Background: an optimization exercise with open tools, aiming at small area and a short achievable clock period. Do not read the settings as production practice.
Function was checked by simulation only, so behaviour that the tests miss may differ from the original.
Power is estimated from default activity; no workload was simulated.

==> run G <==
// fx_step_eval
module fx_step_eval #(
    parameter LANES = 16
) (
    input  wire                 clk,
    input  wire [31*LANES-1:0]  ins,    
    input  wire [8*LANES-1:0]   opv,    
    input  wire [2*LANES-1:0]   pv,     
    output reg  [2*LANES-1:0]   res,
    output reg  [2*LANES-1:0]   rch,
    output reg  [LANES-1:0]     ill,
    output reg  [LANES-1:0]     stg,
    output reg  [7:0]           trg     
);
==> flow/config.mk <==
export PLATFORM = sky130hd
export DESIGN_NAME = fx_step_eval
export DESIGN_NICKNAME = fx_step_eval
export VERILOG_FILES = /design/flow/design.v
export SDC_FILE = /design/flow/constraint.sdc
export NUM_CORES = 4
export LEC_CHECK = 0
export CAP_MARGIN = 40
export CORE_AREA = 5 5 375 85
export DIE_AREA = 0 0 380 90
export PLACE_DENSITY = 0.75
export SETUP_SLACK_MARGIN = 4.8
export SLEW_MARGIN = 20
export SYNTH_HIERARCHICAL = 1
export TNS_END_PERCENT = 10
==> flow/constraint.sdc <==
create_clock -name core_clock -period 8.0 [get_ports {clk}]
set_input_delay 1.6000 -clock core_clock [delete_from_list [all_inputs] [get_ports {clk}]]
set_output_delay 1.6000 -clock core_clock [all_outputs]
set_load 0.01 [all_outputs]
standard.sh (not shown) runs the stock make flow with config.mk's settings and CLKGATE_MAP_FILE= SYNTH_SCRIPT=/design/flow/synth_recipe.tcl, a recipe that flattens the netlist after the stock synthesis.
==> flow/flow/run.sh <==
#!/bin/bash
# Standard synthesis, then every combinational cell set to its smallest size,
# then the standard layout with 1x buffers on the ports.
set -euo pipefail
RES=orfs/results/sky130hd/fx_step_eval/base
bash standard.sh synth > synth.log 2>&1
SYNTH_ODB=$RES/1_synth.odb openroad -no_init -exit flow/downsize.tcl > downsize.log 2>&1
bash standard.sh BUFFER_PORTS_ARGS="-buffer_cell sky130_fd_sc_hd__buf_1" finish > layout.log 2>&1
==> flow/flow/downsize.tcl <==
# Swap every combinational cell of the synthesized netlist for the smallest
# cell of its family (same function and pins, lowest drive strength), so that
# timing repair later upsizes only where the paths need it.
read_db $::env(SYNTH_ODB)
set db [ord::get_db]
set fam [dict create]
foreach lib [$db getLibs] {
  foreach m [$lib getMasters] {
    set n [$m getName]
    if {![regexp {^(sky130_fd_sc_hd__[a-z0-9]+)_([0-9]+)$} $n -> base drv]} continue
    if {[string match "*lpflow*" $n] || [string match "*probe*" $n]} continue
    set a [expr {[$m getWidth] * [$m getHeight]}]
    if {![dict exists $fam $base] || $a < [lindex [dict get $fam $base] 1]} {
      dict set fam $base [list $m $a]
    }
  }
}
set swapped 0
foreach inst [[[$db getChip] getBlock] getInsts] {
  set m [$inst getMaster]
  set n [$m getName]
  if {![regexp {^(sky130_fd_sc_hd__[a-z0-9]+)_([0-9]+)$} $n -> base drv]} continue
  if {[string match "*df*" $base] || [string match "*conb*" $base]} continue
  if {![dict exists $fam $base]} continue
  set nm [lindex [dict get $fam $base] 0]
  if {[$nm getName] ne $n} {
    $inst swapMaster $nm
    incr swapped
  }
}
puts "downsize: swapped $swapped cells"
write_db $::env(SYNTH_ODB)
==> run B: changes against run G <==
- SETUP_SLACK_MARGIN: 4.8 -> 5.0
- TNS_END_PERCENT: 10 -> 5
==> run R: changes against run G <==
- SETUP_SLACK_MARGIN: 4.8 -> 5.0
- TNS_END_PERCENT: 10 -> default
==> summary.md <==
| Metric | Value |
|---|---|
| DR WL/cell | ~18 um |
| Largest net degree at the start of global routing | 18 |
| Status | no timing/DRC/antenna violations |
| Critical path buffer and inverter count | 3 |
| Combinational power share | 0.494 |
| Seq pwr share | 0.275 |
The numbers above come from run G.

==> summary.md <==
| Metric | Value |
|---|---|
| Seq pwr share | 0.242 |
| Combinational power share | 0.522 |
| Status | no timing/DRC/antenna violations |
| Largest net degree at the start of global routing | 19 |
| Critical path buffer and inverter count | 3 |
| DR WL/cell | just under 20 um |
The numbers above come from run R.

==> summary.md <==
| Metric | Value |
|---|---|
| Seq pwr share | 0.259 |
| Critical path buffer and inverter count | 2 |
| Largest net degree at the start of global routing | 19 |
| DR WL/cell | 17.8 um |
| Area of the die | roughly 34000 um^2 |
| Status | no timing/DRC/antenna violations |
| Combinational power share | 0.500 |
The numbers above come from run B.


==> run a <==
fx_step_eval, a different RTL version from the one above (not shown whole).
Settings: LEC_CHECK=0, CAP_MARGIN=20, CORE_MARGIN=2, CORE_UTILIZATION=40, SLEW_MARGIN=20, SYNTH_HIERARCHICAL=1; clock period 8.0 ns.
Scripts as last shown in full above: flow/flow/run.sh, flow/flow/downsize.tcl
==> inputs of run b, as changes to run a <==
- CORE_AREA: unset -> 5 5 265 265
- CORE_MARGIN: 2 -> unset
- CORE_UTILIZATION: 40 -> unset
- DIE_AREA: unset -> 0 0 270 270
==> inputs of run c, as changes to run a <==
- CORE_AREA: unset -> 5 5 375 85
- CORE_MARGIN: 2 -> unset
- CORE_UTILIZATION: 40 -> unset
- DIE_AREA: unset -> 0 0 380 90
- PLACE_DENSITY: unset -> 0.75
- SETUP_SLACK_MARGIN: unset -> 4.6
==> comparison table <==
item	run c	run a	run b
Result of the run	complete, no violations	aborted with a tool error	complete, no violations
Stage where the flow stopped	-	3_2_place_iop	-
Total clock network power	0.000495 W	-	0.000480 W
Uppermost signal routing layer after detailed routing	met4	-	met5
GRT met2 Usage	62.6%	-	32.5%
Number of vias per cell after detailed routing	6.95	-	5.87
Tap cell instance count	403	-	873
Kind of path behind the tightest hold check	in -> reg	-	in -> reg
Final setup slack of the worst path	4.37 ns	-	3.73 ns
Drc violations	0	-	0
Grt met3 use	7.09%	-	4.36%
Grt total ovfl	0	-	0
Number of buffers on the longest clock path	2	-	2
Number of fillers in the final layout	2,351	-	7,553
Top-Level Pins	761	-	761
Fraction of standard cell area that is sequential	9.45%	-	10.3%
DP Wirelength	53.0 mm	-	66.3 mm
Cts bufs inserted	9	-	9
Width of the die	380 um	206 um	270 um
Number of clock sinks	104	-	104
Switching Power	0.000911 W	-	0.000863 W
Diodes inserted	0	-	8
Final setup violation count	0	-	0
Routed length on met3	8.49 mm	-	7.22 mm
Routed wire length on met2	33.3 mm	-	36.6 mm
Area of the multi-input gates	15,200 sq um	-	13,800 sq um
Clock tree from TritonCTS	built	-	built

port drivers added, routing unchanged:
The flow's constraints put no driver on any port. The routed layouts listed below were extracted and timed again, unchanged, in two steps.
Step 1 sets driving cells, clkbuf_16 on the clock port and buf_2 on the other inputs (assumed; they add their load-dependent delay and slew).
Step 2 times the ports against the registers' clock, not the clock port: input delays grow and output delays shrink by t, the midpoint of the rising clock arrivals with the driver on.
Three values: no drivers, after step 1, after step 2; two values: the first two.
| run | t (ns) | setup slack, ns | hold slack, ns | worst slew at a driven data input, ns |
|---|---|---|---|---|
| run G of note 1 | 0.428 | 4.767 / 4.787 / 4.359 | 1.431 / 1.404 / 1.832 | 0.08 |
| run B of note 1 | 0.432 | 4.880 / 4.904 / 4.471 | 1.422 / 1.399 / 1.831 | 0.09 |
| run R of note 1 | 0.428 | 4.837 / 4.857 / 4.429 | 1.439 / 1.414 / 1.842 | 0.11 |
| run b of note 2 | 0.435 | 3.726 / 3.753 / 3.318 | 1.378 / 1.347 / 1.782 | 0.12 |
| run c of note 2 | 0.440 | 4.371 / 4.380 / 3.941 | 1.370 / 1.344 / 1.783 | 0.08 |
After both steps every run listed still meets setup and hold. For run c of note 2, which loses most, drivers alone change the setup slack by +0.009 ns; drivers and shift together by -0.430 ns.
